Background: an optimization exercise with open tools, aiming at small area, a short achievable clock period and few clock cycles. Do not read the settings as production practice.
In this exercise RTL edits were held to simulation tests only and were not proved equivalent to the original.

## flow/design.v (module list and top-level ports; edited modules follow where they fit)
// module plane_hit: 1991 lines
module plane_hit (
    input  wire               clk,
    input  wire               rst,
    input  wire               start,
    output wire               ready,
    input  wire signed [31:0] x2,
    input  wire signed [31:0] y2,
    input  wire signed [17:0] tx,
    input  wire signed [17:0] ty,
    input  wire signed [27:0] pz,
    input  wire signed [31:0] px,
    input  wire signed [31:0] py,
    input  wire        [15:0] cw,
    input  wire        [15:0] ch,
    input  wire        [14:0] wp,
    input  wire        [14:0] hp,
    output reg                done,
    output reg                hit,
    output reg         [13:0] u,
    output reg         [13:0] v
);
  // ...
==> flow/flow/run.sh <==
#!/bin/bash
set -euo pipefail
bash standard.sh SETUP_SLACK_MARGIN=10.7 "BUFFER_PORTS_ARGS=-buffer_cell sky130_fd_sc_hd__buf_1" finish > make_finish.log 2>&1
==> flow/standard.sh <==
#!/bin/bash
# synth_recipe.tcl (not shown) runs the flow's synth.tcl, then flattens the netlist and writes it again
# the make line also repeats each setting of config.mk as NAME=value (left out here)
make -C /OpenROAD-flow-scripts/flow DESIGN_CONFIG=/design/flow/config.mk WORK_HOME=/design/flow/orfs CLKGATE_MAP_FILE= SYNTH_SCRIPT=/design/flow/synth_recipe.tcl "${@:-finish}"
==> flow/config.mk <==
export PLATFORM = sky130hd
export DESIGN_NAME = plane_hit
export DESIGN_NICKNAME = plane_hit
export VERILOG_FILES = /design/flow/design.v
export SDC_FILE = /design/flow/constraint.sdc
export NUM_CORES = 4
export LEC_CHECK = 0
export CAP_MARGIN = 10
export CORE_MARGIN = 2
export CORE_UTILIZATION = 55
export CTS_CLUSTER_DIAMETER = 120
export CTS_CLUSTER_SIZE = 25
export PLACE_DENSITY = 0.7
export SLEW_MARGIN = 10
==> flow/constraint.sdc <==
create_clock -name core_clock -period 16.0 [get_ports {clk}]
set_input_delay 3.2000 -clock core_clock [delete_from_list [all_inputs] [get_ports {clk}]]
set_output_delay 3.2000 -clock core_clock [all_outputs]
set_load 0.01 [all_outputs]
==> reports/qor.log, run 1 <==
INFO  sta            setup_viol=0
INFO  routing        top_layer_used=met5
INFO  clock_tree     number_of_buffers_created_by_cts=68
INFO  routing        routedWlPerCell=18.6um
INFO  critical_path  r2r.worst_path.cells=26
INFO  floorplan      die-width=386um
INFO  synthesis      synth_top_flop_cell=sky130_fd_sc_hd__dfxtp_1
INFO  grt            fraction_of_met2_tracks_used_by_global_routing=40.8%
INFO  critical_path  setup.worst_path.end=st[2].r.yr[54]
INFO  placed_design  gp_congestion=0.898
INFO  clock_tree     tritoncts_num_sinks=1,409
INFO  grt            grt.met3_usage=3.70%
INFO  final_layout   layout.area.top_class=multi-input combinational cells
INFO  synthesis      mux_share_of_post_synthesis_cell_area=3.85%
INFO  final_layout   mostFrequentLayoutCells=sky130_fd_sc_hd__dfxtp_1, sky130_fd_sc_hd__inv_1, sky130_fd_sc_hd__xnor2_1, sky130_fd_sc_hd__ha_1, sky130_fd_sc_hd__fa_1
INFO  floorplan      floorplan.initialDensity=55.3%
INFO  routing        via_count=56,800
INFO  grt            via_count_of_the_first_global_routing_pass=56,800
INFO  clock_tree     ctsHtreeMaxLevel=3
INFO  critical_path  worst-path-buf-inv=2
INFO  critical_path  worstSetupStartpointType=register
INFO  routing        post-route-drc-count=0
INFO  status         run_status=finished clean
INFO  hold_path      min_delay_worst_endpoint=st[12].r.yr[45]
INFO  final_layout   fin_util=60.7%
INFO  grt            groute.usage.overall=24.8%
INFO  synthesis      post_synthesis_compound_gate_area_fraction=12.9%
INFO  synthesis      synth-adder-area-share=24.4%
Testbench counts, summed over its fixed seeds: cycles 2,480.
==> run 2, diff against run 1 <==
==> flow/flow/run.sh (replaced) <==
#!/bin/bash
set -euo pipefail
bash standard.sh SETUP_SLACK_MARGIN=10.6 "BUFFER_PORTS_ARGS=-buffer_cell sky130_fd_sc_hd__buf_1" finish > make_finish.log 2>&1
==> run 2 against run 1 <==
Net effect: still clean; non-clock buffer count shrank 45; final cell count down 0.50%; utilization is 0.43 points lower; clock-buffer cell count unchanged; worst setup slack worse by 0.00060 ns; first-iteration DRC count shrank 3.0%; synthesized cell count stayed put; hold slack worse by 0.00098 ns; critical path type unchanged; critical endpoint is now t1yb[30]; highest routed layer unchanged.
==> reports/qor.log, run 2 <==
INFO  status         run_status=finished clean
INFO  critical_path  timing.critical_path.max_delay_family=adder cells
INFO  routing        totalWireLength=188,000um
INFO  grt            antenna_found_initial=4
INFO  routing        detail-route-antenna-nets=0
INFO  clock_tree     post_cts_hold_buffer_count=0
INFO  synthesis      synth-edff-count=0
INFO  final_layout   fin_util=60.3% [-0.43 points]
INFO  final_layout   multi_input_comb_area=48,400squm
INFO  clock_tree     worst_case_clock_buffer_depth=3
INFO  sta            timing_worst_slew_pin_value=1.39ns
INFO  critical_path  timing.critical_path.slowest_cell_delay=0.56ns
INFO  sta            min_period_over_period=33.0%
INFO  synthesis      post_synth_inst_count=8,024
INFO  clock_tree     tritoncts_num_sinks=1,409 [unchanged]
INFO  synthesis      syn_nets=9,524
INFO  synthesis      async_flop_share=0%
INFO  critical_path  worst-setup-path-type=reg -> reg
INFO  final_layout   post_route_cells_drive_above_1_share=10.2%
INFO  placed_design  placement.io_buffers=286
INFO  critical_path  arrival_time_at_the_worst_endpoint=5.86ns
INFO  critical_path  worstSetupStartpointType=register
INFO  floorplan      floorplan.die.height=386um
INFO  placed_design  gp_congestion=0.880 [-2.0%]
INFO  floorplan      core_region_area=145,000squm
INFO  final_layout   finalInstanceArea=87,600squm
INFO  grt            groute.usage.overall=24.7% [-0.13 points]
INFO  hold_path      hold_path.class=reg -> reg
INFO  sta            final-hold-violation-count=0
INFO  placed_design  number_of_placed_instances_with_taps_included=9,971
INFO  final_layout   final_cell_count_no_fill=10,200
INFO  synthesis      synth-seq-cells=1,409
INFO  final_layout   filler_cell_count=12,100
INFO  routing        first_iter_violations=3,943
INFO  sta            tns=0ns
INFO  clock_tree     cts_tree=yes
INFO  critical_path  required=16.59ns
INFO  placed_design  dp.final_hpwl=137,000um
INFO  grt            overflow=0
INFO  synthesis      post_syn_area=80,400squm
INFO  routing        via_count=56,500 [-0.63%]
INFO  sta            period_minus_slack=5.28ns
INFO  final_layout   mostFrequentLayoutCells=sky130_fd_sc_hd__dfxtp_1, sky130_fd_sc_hd__inv_1, sky130_fd_sc_hd__ha_1, sky130_fd_sc_hd__xnor2_1, sky130_fd_sc_hd__fa_1
INFO  synthesis      yosys_warnings=1
INFO  sta            timing.clock.skew=0.0281ns
INFO  grt            via_count_of_the_first_global_routing_pass=56,900 [+0.16%]
INFO  synthesis      synthMostInstantiatedCell=sky130_fd_sc_hd__dfxtp_1
INFO  synthesis      synth_commonest_cells=sky130_fd_sc_hd__dfxtp_1, sky130_fd_sc_hd__inv_1, sky130_fd_sc_hd__ha_1
INFO  sta            report.final.slew_viol_count=0
INFO  critical_path  worst-path-buf-inv=5 [+3]
INFO  critical_path  crit_slowest_cell=sky130_fd_sc_hd__fa_1
INFO  critical_path  critical-path-top-cell-by-count=sky130_fd_sc_hd__fa_1
INFO  floorplan      floorplan.initialDensity=55.3% [unchanged]
INFO  synthesis      sequential_fraction_of_the_synthesis_area=35.1%
INFO  grt            grt_first_pass_wirelength=300,000um
INFO  sta            fmax=190MHz
INFO  clock_tree     cts_root_buffer=sky130_fd_sc_hd__clkbuf_16
INFO  run            drv.max_cap_violation_count=0
INFO  sta            setup_viol=0 [unchanged]
INFO  synthesis      synth.lib_cells_used.distinct=92
INFO  floorplan      site_rows=140
INFO  floorplan      boundaryPins=288
INFO  routing        routedWlPerCell=18.5um [-0.70%]
INFO  final_layout   seq_area=28,200squm
INFO  critical_path  worst-path-max-fanout=29
INFO  routing        firstDrtPassIters=6
INFO  clock_tree     number_of_buffers_created_by_cts=68 [unchanged]
INFO  routing        post-route-drc-count=0 [unchanged]
INFO  synthesis      post-synth-top-area-fraction=35.1%
INFO  routing        viasPerCell=5.54
INFO  final_layout   registers_with_the_highest_flip_flop_counts=st.r.xr: 434 flops, st.r.yr: 434 flops
INFO  critical_path  path_cells=buf_4 > clkinvlp_4 > ha_1 > mux2_2 > a22oi_1 > xnor2_1 > fa_1 > inv_1 > fa_1 > fa_1 > inv_1 > fa_1 > inv_1 > fa_1
INFO  sta            rsz_0062_raised_after_global_routing=true
INFO  final_layout   syn_to_final_growth=8.93%
INFO  clock_tree     clock_latency=0.73ns
INFO  synthesis      synth_top_cell_by_area=sky130_fd_sc_hd__dfxtp_1
INFO  synthesis      syn_area_per_cell=10.0squm
INFO  synthesis      synth_top_flop_cell=sky130_fd_sc_hd__dfxtp_1
INFO  critical_path  rrSetupSlack=10.73ns
INFO  final_layout   final_common_cell=sky130_fd_sc_hd__dfxtp_1
INFO  sta            relative_slew_slack=4.87%
INFO  clock_tree     ctsHtreeMaxLevel=3 [unchanged]
INFO  placed_design  placed_area=83,300squm
INFO  clock_tree     clk_transition_reported_paths=0.10ns
INFO  floorplan      die-area=149,000squm
INFO  floorplan      die-width=386um [unchanged]
INFO  final_layout   nets=9,767
INFO  grt            grt_max_degree=57
INFO  synthesis      synthTopCellsByArea=sky130_fd_sc_hd__dfxtp_1, sky130_fd_sc_hd__fa_1, sky130_fd_sc_hd__ha_1, sky130_fd_sc_hd__xnor2_1, sky130_fd_sc_hd__inv_1
INFO  critical_path  cp-end-kind=register
run 2: cell types whose count changed in the layout (fill, tap and decap cells not counted), moves of 5 or more:
| cell | change |
|---|---|
| sky130_fd_sc_hd__dfxtp_4 | -6 |
| sky130_fd_sc_hd__mux2_2 | +17 |
| sky130_fd_sc_hd__a21boi_1 | -7 |
| sky130_fd_sc_hd__a21oi_2 | -8 |
| sky130_fd_sc_hd__o21ai_1 | -9 |
| sky130_fd_sc_hd__buf_4 | -40 |
| sky130_fd_sc_hd__dfxtp_2 | +5 |
| sky130_fd_sc_hd__mux2_4 | -17 |
| sky130_fd_sc_hd__a21oi_1 | +8 |
| sky130_fd_sc_hd__o21ai_0 | +8 |
| sky130_fd_sc_hd__buf_6 | -6 |
run 2: kinds of logic after synthesis:
kind of cell,synth area share [%]
AND/OR/NAND/NOR,7.34
AO/OA/AOI/OAI,12.9
multiplexers,3.85
flip-flops,35.1
adder cells (fa/ha/maj),24.4
buffers and inverters,6.48
XOR/XNOR,10.0
other,0.00466
run 2: layout make-up:
class	instances	area share (%)
inverter	1031	4.44
sequential	1409	32.2
antenna	2	0.00571
multi-input combinational	5268	55.3
timing repair buffer	489	3.09
clock inverter	13	0.274
tap	1917	2.74
clock buffer	69	1.96
run 2: metrics by stage:
step	setup slack (ns)	hold slack (ns)
3_3_place_gp	9.59	0.310
6_report	10.73	0.321
2_1_floorplan	10.60	0.310
5_1_grt	10.48	0.318
3_5_place_dp	9.33	0.312
4_1_cts	10.60	0.316
run 2: what timing repair did:
item                       in CTS  in global routing
setup endpoints to repair     251                257
cloned                         13                  8
resized for setup             170                276
setup buffers                  61                 61
pin swaps                      54                134
run 2: path summary, 6_finish.rpt:
path	to	start	depth (start not counted)
hold reg to reg	st[10].r.yr[37]	st[8].r.yr[35]	0
hold / removal	st[10].r.yr[37]	st[8].r.yr[35]	0
setup reg to reg	t1yb[30]	r_ty[9]	14
setup / recovery	t1yb[30]	r_ty[9]	14
run 2: metal layers:
metal | global-route usage [%] | share of wire, %
met4 | 8.27 | 3.5
met5 | 0 | 0.0064
met2 | 41.0 | 46
met1 | 33.0 | 44
met3 | 3.71 | 6.0
==> run 3, diff against run 2 <==
--- a/flow/config.mk
+++ b/flow/config.mk
@@ -7,8 +7,8 @@
 export LEC_CHECK = 0
 export CAP_MARGIN = 10
 export CORE_MARGIN = 2
-export CORE_UTILIZATION = 55
+export CORE_UTILIZATION = 62
 export CTS_CLUSTER_DIAMETER = 120
 export CTS_CLUSTER_SIZE = 25
-export PLACE_DENSITY = 0.7
+export PLACE_DENSITY = 0.75
 export SLEW_MARGIN = 10
==> run 3 against run 2 <==
Net effect: clock-buffer cell count decreased by 1; critical endpoint is now st[2].r.yr[58]; fmax decreased by 1.5%; still clean on timing, DRC and antenna; final cell count decreased by 1.6%.
==> reports/qor.log, run 3 <==
INFO  status         run_status=finished clean
INFO  placed_design  number_of_placed_instances_with_taps_included=9,795 [-1.8%]
INFO  routing        first_iter_violations=4,521 [+15%]
INFO  critical_path  worstSetupStartpointType=register
INFO  final_layout   final_common_cell=sky130_fd_sc_hd__dfxtp_1
INFO  synthesis      async_flop_share=0% [unchanged]
INFO  synthesis      synth-seq-cells=1,409 [unchanged]
INFO  sta            timing_worst_slew_pin_value=1.19ns [-0.200 ns]
INFO  final_layout   filler_cell_count=10,000 [-17%]
INFO  placed_design  gp_congestion=0.906 [+3.0%]
INFO  final_layout   nets=9,782 [+0.15%]
INFO  critical_path  rrSetupSlack=10.64ns [-0.08 ns]
INFO  floorplan      boundaryPins=288 [unchanged]
INFO  synthesis      post_syn_area=80,400squm [unchanged]
INFO  sta            tns=0ns [unchanged]
INFO  sta            min_period_over_period=33.5% [+0.51 points]
INFO  grt            grt_max_degree=57 [unchanged]
INFO  hold_path      hold_path.class=reg -> reg
INFO  routing        totalWireLength=187,000um [-0.69%]
INFO  critical_path  worst-path-max-fanout=7 [-76%]
INFO  grt            antenna_found_initial=6 [+2]
INFO  final_layout   syn_to_final_growth=8.82%
INFO  hold_path      worstHoldStart=st[4].r.yr[40]
INFO  critical_path  worst-setup-path-type=reg -> reg
INFO  clock_tree     clk_transition_reported_paths=0.09ns [about the same]
INFO  sta            relative_slew_slack=18.5% [+14 points]
INFO  synthesis      synthMostInstantiatedCell=sky130_fd_sc_hd__dfxtp_1
INFO  floorplan      site_rows=132 [-5.7%]
INFO  clock_tree     clock_latency=0.72ns [about the same]
INFO  final_layout   seq_area=28,300squm [about the same]
INFO  final_layout   final_cell_count_no_fill=10,000 [-1.6%]
INFO  critical_path  r2r.worst_path.cells=26 [+12]
INFO  synthesis      yosys_warnings=1 [unchanged]
INFO  synthesis      synth_top_flop_cell=sky130_fd_sc_hd__dfxtp_1
INFO  sta            rsz_0062_raised_after_global_routing=true
INFO  critical_path  rr_endpoint=st[2].r.yr[58]
INFO  sta            timing.clock.skew=0.0310ns [+0.00286 ns]
INFO  clock_tree     ctsHtreeMaxLevel=3 [unchanged]
INFO  placed_design  dp.final_hpwl=135,000um [-1.5%]
INFO  run            drv.max_cap_violation_count=0 [unchanged]
INFO  critical_path  cp-end-kind=register
INFO  sta            final-hold-violation-count=0 [unchanged]
INFO  floorplan      core_region_area=129,000squm [-11%]
INFO  floorplan      die-area=133,000squm [-11%]
INFO  final_layout   registers_with_the_highest_flip_flop_counts=st.r.xr: 434 flops, st.r.yr: 434 flops
INFO  clock_tree     cts_tree=yes
INFO  synthesis      synth.lib_cells_used.distinct=92 [unchanged]
INFO  critical_path  required=16.60ns [about the same]
INFO  grt            overflow=0 [unchanged]
INFO  clock_tree     tritoncts_num_sinks=1,409 [unchanged]
INFO  synthesis      synth-edff-count=0 [unchanged]
INFO  clock_tree     cts_root_buffer=sky130_fd_sc_hd__clkbuf_16
INFO  sta            fmax=187MHz [-1.5%]
INFO  hold_path      min_delay_worst_endpoint=st[6].r.yr[42]
INFO  grt            groute.usage.overall=27.8% [+3.1 points]
INFO  routing        firstDrtPassIters=8 [+2]
INFO  critical_path  reg2reg_from=st[0].r.yr[46]
INFO  floorplan      floorplan.initialDensity=62.3% [+7.0 points]
INFO  synthesis      synthTopCellsByArea=sky130_fd_sc_hd__dfxtp_1, sky130_fd_sc_hd__fa_1, sky130_fd_sc_hd__ha_1, sky130_fd_sc_hd__xnor2_1, sky130_fd_sc_hd__inv_1
INFO  routing        detail-route-antenna-nets=0 [unchanged]
INFO  synthesis      synth_commonest_cells=sky130_fd_sc_hd__dfxtp_1, sky130_fd_sc_hd__inv_1, sky130_fd_sc_hd__ha_1
INFO  synthesis      syn_area_per_cell=10.0squm [unchanged]
INFO  hold_path      hold_depth=0 [unchanged]
INFO  synthesis      post_synth_inst_count=8,024 [unchanged]
INFO  grt            grt_first_pass_wirelength=297,000um [-0.82%]
INFO  final_layout   multi_input_comb_area=48,500squm [about the same]
INFO  final_layout   mostFrequentLayoutCells=sky130_fd_sc_hd__dfxtp_1, sky130_fd_sc_hd__inv_1, sky130_fd_sc_hd__ha_1, sky130_fd_sc_hd__xnor2_1, sky130_fd_sc_hd__fa_1
INFO  synthesis      sequential_fraction_of_the_synthesis_area=35.1% [unchanged]
INFO  critical_path  arrival_time_at_the_worst_endpoint=5.95ns [+0.09 ns]
INFO  placed_design  placement.io_buffers=286 [unchanged]
INFO  sta            report.final.slew_viol_count=0 [unchanged]
INFO  floorplan      floorplan.die.height=364um [-5.8%]
INFO  clock_tree     post_cts_hold_buffer_count=0 [unchanged]
INFO  floorplan      die-width=364um [-5.8%]
INFO  final_layout   post_route_cells_drive_above_1_share=10.2% [-0.041 points]
INFO  routing        via_count=57,100 [+1.1%]
INFO  grt            via_count_of_the_first_global_routing_pass=57,700 [+1.3%]
INFO  routing        routedWlPerCell=18.6um [+0.89%]
INFO  routing        post-route-drc-count=0 [unchanged]
INFO  sta            setup_viol=0 [unchanged]
INFO  synthesis      syn_nets=9,524 [unchanged]
INFO  sta            period_minus_slack=5.36ns [+0.0821 ns]
INFO  routing        viasPerCell=5.68 [+2.7%]
INFO  clock_tree     worst_case_clock_buffer_depth=3 [unchanged]
INFO  synthesis      synth_top_cell_by_area=sky130_fd_sc_hd__dfxtp_1
INFO  clock_tree     number_of_buffers_created_by_cts=67 [-1.5%]
INFO  sta            finalHoldWorstSlack=0.324ns [+0.00265 ns]
INFO  synthesis      post-synth-top-area-fraction=35.1% [unchanged]
run 3: cell counts after synthesis:
Identical to the previous run, type by type.
run 3: area by class of cell:
type | instances | share of cell area (%)
Sequential cell | 1409 | 32.3
Inverter | 1031 | 4.45
Timing Repair inverter | 1 | 0.00572
Timing Repair Buffer | 502 | 3.19
Clock buffer | 68 | 1.93
Multi-Input combinational cell | 5270 | 55.4
Clock inverter | 12 | 0.289
Tap cell | 1742 | 2.49
Antenna cell | 3 | 0.00858
run 3: cells by family (layout without fill, tap and decap cells):
logic type / count (synthesis) / in the layout / share of synthesized area [%]
DFF: 1409 / 1409 / 35.1
xor gates and xnor gates: 916 / 916 / 10.0
buffers and inverters: 1359 / 1614 / 6.48
other: 1 / 4 / 0.00466
and+or+nand+nor: 1284 / 1295 / 7.34
adders and majority gates: 1243 / 1243 / 24.4
AOI/OAI and AO/OA: 1532 / 1535 / 12.9
muxes: 280 / 280 / 3.85
run 3: how the worst max path moves through the flow:
stage	to	start	depth (start not counted)	slack [ns]
global placement	st[2].r.yr[48]	st[0].r.yr[18]	25	9.58
CTS	st[12].r.yr[48]	st[10].r.yr[18]	27	10.58
floorplan	st[8].r.xr[54]	st[6].r.xr[46]	27	10.60
global route	st[2].r.yr[59]	st[0].r.yr[46]	26	10.42
detailed placement	st[12].r.yr[48]	st[10].r.yr[18]	26	9.29
finish	st[2].r.yr[58]	st[0].r.yr[46]	26	10.64
run 3: through the flow:
stage | cell area (sq um) | utilization, % | setup slack (ns)
detailed placement | 83000 | 64.3 | 9.29
floorplan | 80500 | - | 10.60
finish | 87500 | 67.8 | 10.64
global route | 87500 | 67.8 | 10.42
global placement | 83000 | 64.3 | 9.58
CTS | 86100 | 66.6 | 10.58
run 3: metal layers:
| metal | vias up | GRT usage, % | routed length [um] |
|---|---|---|---|
| met5 | - | 0 | 0 |
| met4 | 0 | 10.6 | 7650 |
| met3 | 436 | 4.76 | 13400 |
| met2 | 2148 | 46.1 | 87500 |
| met1 | 27400 | 36.3 | 78600 |
| li1 | 27100 | - | - |
run 3: critical path, stage by stage, from the launching register on:
cell                        delay (ns)
sky130_fd_sc_hd__dfxtp_4          0.37
sky130_fd_sc_hd__ha_4             0.23
sky130_fd_sc_hd__nor2b_4          0.12
sky130_fd_sc_hd__o21ai_2          0.16
sky130_fd_sc_hd__a21boi_2         0.09
sky130_fd_sc_hd__o21ai_2          0.19
sky130_fd_sc_hd__a21oi_2          0.11
sky130_fd_sc_hd__a211o_1          0.34
sky130_fd_sc_hd__a21oi_4          0.17
sky130_fd_sc_hd__o21ai_4          0.07
sky130_fd_sc_hd__a211o_4          0.39
sky130_fd_sc_hd__o21ai_4          0.17
sky130_fd_sc_hd__inv_2            0.06
sky130_fd_sc_hd__ha_4             0.21
sky130_fd_sc_hd__nor2b_1          0.14
sky130_fd_sc_hd__o21ai_1          0.28
sky130_fd_sc_hd__a21boi_2         0.11
sky130_fd_sc_hd__o21ai_2          0.20
sky130_fd_sc_hd__a21boi_2         0.09
sky130_fd_sc_hd__o21a_1           0.21
sky130_fd_sc_hd__a31o_2           0.27
sky130_fd_sc_hd__nor4_4           0.22
sky130_fd_sc_hd__o41a_1           0.23
sky130_fd_sc_hd__o21ai_2          0.09
sky130_fd_sc_hd__a21boi_4         0.24
sky130_fd_sc_hd__clkbuf_16        0.20
sky130_fd_sc_hd__mux2_4           0.29
run 3: timing repair:
item	4_1_cts	5_1_grt
setup endpoints to repair	300	233
gates cloned	15	8
gates resized for setup	168	283
pin swaps	50	156
hold endpoints to repair	0	0
buffers inserted	60	77
==> run 4, diff against run 3 <==
==> flow/flow/run.sh (replaced) <==
#!/bin/bash
set -euo pipefail
bash standard.sh SETUP_SLACK_MARGIN=10.7 finish > make_finish.log 2>&1
--- a/flow/config.mk
+++ b/flow/config.mk
@@ -5,10 +5,10 @@
 export SDC_FILE = /design/flow/constraint.sdc
 export NUM_CORES = 4
 export LEC_CHECK = 0
-export CAP_MARGIN = 10
+export CAP_MARGIN = 5
 export CORE_MARGIN = 2
 export CORE_UTILIZATION = 62
 export CTS_CLUSTER_DIAMETER = 120
 export CTS_CLUSTER_SIZE = 25
 export PLACE_DENSITY = 0.75
-export SLEW_MARGIN = 10
+export SLEW_MARGIN = 5
==> run 4 against run 3 <==
Net effect: still clean on timing, DRC and antenna; area after synthesis unchanged; final cell count increased by 0.55%; worst setup slack better by 0.14 ns.
==> reports/qor.log, run 4 <==
INFO  status         run_status=finished clean
INFO  synthesis      async_flop_share=0% [unchanged]
INFO  sta            setup_viol=0 [unchanged]
INFO  clock_tree     tritoncts_num_sinks=1,409 [unchanged]
INFO  grt            overflow=0 [unchanged]
INFO  routing        firstDrtPassIters=6 [-2]
INFO  sta            relative_slew_slack=26.3% [+7.8 points]
INFO  run            drv.max_cap_violation_count=0 [unchanged]
INFO  synthesis      synth-edff-count=0 [unchanged]
INFO  clock_tree     post_cts_hold_buffer_count=0 [unchanged]
INFO  synthesis      post_synth_inst_count=8,024 [unchanged]
INFO  routing        totalWireLength=191,000um [+2.0%]
INFO  placed_design  placement.io_buffers=286 [unchanged]
INFO  grt            grt_first_pass_wirelength=300,000um [+0.83%]
INFO  placed_design  placed_area=84,900squm [+2.2%]
INFO  floorplan      boundaryPins=288 [unchanged]
INFO  sta            timing.clock.skew=0.0442ns [+0.0132 ns]
INFO  synthesis      syn_nets=9,524 [unchanged]
INFO  sta            timing_worst_slew_pin_value=1.11ns [-0.0858 ns]
INFO  critical_path  timing.critical_path.slowest_cell_delay=0.38ns [about the same]
INFO  critical_path  critical-path-top-cell-by-count=sky130_fd_sc_hd__o21ai_2
INFO  floorplan      floorplan.die.height=364um [unchanged]
INFO  routing        routedWlPerCell=18.9um [+1.4%]
INFO  routing        first_iter_violations=4,405 [-2.6%]
INFO  synthesis      post-synth-top-area-fraction=35.1% [unchanged]
INFO  placed_design  gp_congestion=0.884 [-2.4%]
INFO  grt            grt_max_degree=57 [unchanged]
INFO  placed_design  dp.final_hpwl=136,000um [+0.39%]
INFO  synthesis      synth_top_cell_by_area=sky130_fd_sc_hd__dfxtp_1
INFO  critical_path  worst-path-buf-inv=2 [unchanged]
INFO  sta            rsz_0062_raised_after_global_routing=true
INFO  clock_tree     number_of_buffers_created_by_cts=68 [+1.5%]
INFO  critical_path  worstSetupStartpointType=register
INFO  sta            final-hold-violation-count=0 [unchanged]
INFO  clock_tree     clock_latency=0.72ns [about the same]
INFO  final_layout   post_route_cells_drive_above_1_share=11.5% [+1.3 points]
INFO  final_layout   mostFrequentLayoutCells=sky130_fd_sc_hd__dfxtp_1, sky130_fd_sc_hd__inv_1, sky130_fd_sc_hd__ha_1, sky130_fd_sc_hd__xnor2_1, sky130_fd_sc_hd__fa_1
INFO  critical_path  worst-path-max-fanout=5 [-2]
INFO  critical_path  worst-setup-path-type=reg -> reg
INFO  sta            fmax=192MHz [+2.7%]
INFO  grt            via_count_of_the_first_global_routing_pass=57,900 [+0.41%]
INFO  final_layout   final_common_cell=sky130_fd_sc_hd__dfxtp_1
INFO  synthesis      yosys_warnings=1 [unchanged]
INFO  sta            min_period_over_period=32.6% [-0.89 points]
INFO  clock_tree     cts_tree=yes
INFO  synthesis      synth_top_flop_cell=sky130_fd_sc_hd__dfxtp_1
INFO  floorplan      floorplan.initialDensity=62.3% [unchanged]
INFO  sta            report.final.slew_viol_count=0 [unchanged]
INFO  grt            antenna_found_initial=5 [-1]
INFO  critical_path  required=16.60ns [about the same]
INFO  final_layout   registers_with_the_highest_flip_flop_counts=st.r.xr: 434 flops, st.r.yr: 434 flops
INFO  final_layout   syn_to_final_growth=12.0%
INFO  floorplan      die-width=364um [unchanged]
INFO  routing        via_count=57,400 [+0.68%]
INFO  clock_tree     ctsHtreeMaxLevel=3 [unchanged]
INFO  grt            groute.usage.overall=28.1% [+0.32 points]
INFO  clock_tree     clk_transition_reported_paths=0.10ns [about the same]
INFO  synthesis      synth_commonest_cells=sky130_fd_sc_hd__dfxtp_1, sky130_fd_sc_hd__inv_1, sky130_fd_sc_hd__ha_1
INFO  critical_path  rrSetupSlack=10.78ns [+0.14 ns]
INFO  critical_path  timing.critical_path.max_delay_family=compound AO/OA/AOI/OAI gates
INFO  routing        post-route-drc-count=0 [unchanged]
INFO  floorplan      core_region_area=129,000squm [unchanged]
INFO  hold_path      hold_path.class=reg -> reg
INFO  clock_tree     worst_case_clock_buffer_depth=3 [unchanged]
INFO  sta            period_minus_slack=5.22ns [-0.142 ns]
INFO  critical_path  crit_slowest_cell=sky130_fd_sc_hd__dfxtp_4
INFO  clock_tree     cts_root_buffer=sky130_fd_sc_hd__clkbuf_16
INFO  synthesis      syn_area_per_cell=10.0squm [unchanged]
INFO  sta            tns=0ns [unchanged]
INFO  synthesis      post_syn_area=80,400squm [unchanged]
INFO  synthesis      sequential_fraction_of_the_synthesis_area=35.1% [unchanged]
INFO  final_layout   finalInstanceArea=90,100squm [+2.9%]
INFO  synthesis      synth.lib_cells_used.distinct=92 [unchanged]
INFO  critical_path  arrival_time_at_the_worst_endpoint=5.82ns [-0.13 ns]
INFO  synthesis      synth-seq-cells=1,409 [unchanged]
INFO  synthesis      synthMostInstantiatedCell=sky130_fd_sc_hd__dfxtp_1
INFO  final_layout   nets=9,836 [+0.55%]
INFO  synthesis      synthTopCellsByArea=sky130_fd_sc_hd__dfxtp_1, sky130_fd_sc_hd__fa_1, sky130_fd_sc_hd__ha_1, sky130_fd_sc_hd__xnor2_1, sky130_fd_sc_hd__inv_1
INFO  floorplan      site_rows=132 [unchanged]
INFO  routing        viasPerCell=5.69 [+0.13%]
INFO  final_layout   filler_cell_count=9,751 [-2.6%]
INFO  routing        detail-route-antenna-nets=0 [unchanged]
INFO  critical_path  cp-end-kind=register
INFO  floorplan      die-area=133,000squm [unchanged]
run 4: cell counts after synthesis:
Identical to the previous run, type by type.
run 4: stage by stage:
stage          utilization (%)  hold WS, ns  worst slack (ns)  cells
2_1_floorplan                -        0.310             10.71   8024
6_report                  69.8        0.326             10.78  10100
3_3_place_gp              65.7        0.310              9.47   9796
4_1_cts                   68.4        0.324             10.63   9997
5_1_grt                   69.8        0.333             10.54  10100
3_5_place_dp              65.7        0.312              9.19   9796
run 4: area by class of cell:
type	count	area [sq um]	share of cell area [%]
tap	1742	2180	2.42
clock buffer	69	1720	1.90
sequential	1409	28300	31.4
timing repair buffer	558	5030	5.58
multi-input combinational	5268	48800	54.1
clock inverter	11	224	0.249
inverter	1031	3910	4.33
antenna	5	12.5	0.0139
run 4: kinds of logic after synthesis:
kind of cell	synth area share [%]
DFF	35.1
other	0.00466
xor gates and xnor gates	10.0
muxes	3.85
adders and majority gates	24.4
buffers and inverters	6.48
and+or+nand+nor	7.34
AOI/OAI and AO/OA	12.9
run 4: routing by layer:
layer	up-vias	wire length [um]	GRT usage [%]
met2	2122	89800	46.9
met3	455	13700	4.70
li1	27300	-	-
met1	27600	80000	36.8
met5	-	13	0
met4	2	7320	10.1
run 4: path summary, 6_finish.rpt:
path / endpoint / start / depth (start not counted)
setup / recovery: st[2].r.yr[53] / st[0].r.yr[46] / 27
hold / removal: st[12].r.xr[41] / st[10].r.xr[39] / 0
setup reg to reg: st[2].r.yr[53] / st[0].r.yr[46] / 27
hold reg to reg: st[12].r.xr[41] / st[10].r.xr[39] / 0
run 4: timing repair:
action | CTS | global route
gates resized for setup | 216 | 313
cloned | 17 | 5
pin swaps | 91 | 161
setup buffers | 104 | 85
endpoints found under the setup margin | 261 | 266

-- separate check: timing with driven ports --
No port has a modelled driver above. Below, the same layouts with a new extraction and two added sets of constraints.
Step 1 (the two cells are an assumption about what drives the block):
set clk [get_ports {clk}]
set_driving_cell -lib_cell sky130_fd_sc_hd__clkbuf_16 $clk
set_driving_cell -lib_cell sky130_fd_sc_hd__buf_2 [delete_from_list [all_inputs] $clk]
Step 2 adds t to the input delays and takes it off the output delays; t is the mean of the earliest and latest rising clock arrival at the registers after step 1. Input paths then give back, and output paths get back, about the clock's delay inside the block.
Three values: ideal, step 1, step 2; two values: the first two.
| run | t, ns | slack for setup (ns) | worst hold slack (ns) | worst setup path at the end | pins driven straight from the clock port |
|---|---|---|---|---|---|
| run 1 | 0.795 | 10.726 / 10.726 / 10.726 | 0.322 / 0.322 / 0.322 | register to register | 1 |
| run 2 | 0.788 | 10.725 / 10.725 / 10.725 | 0.321 / 0.321 / 0.321 | register to register | 1 |
| run 3 | 0.786 | 10.643 / 10.643 / 10.643 | 0.324 / 0.324 / 0.324 | register to register | 1 |
| run 4 | 0.788 | 10.785 / 10.785 / 10.785 | 0.326 / 0.326 / 0.326 | register to register | 1 |
After both steps every run listed still meets setup and hold.
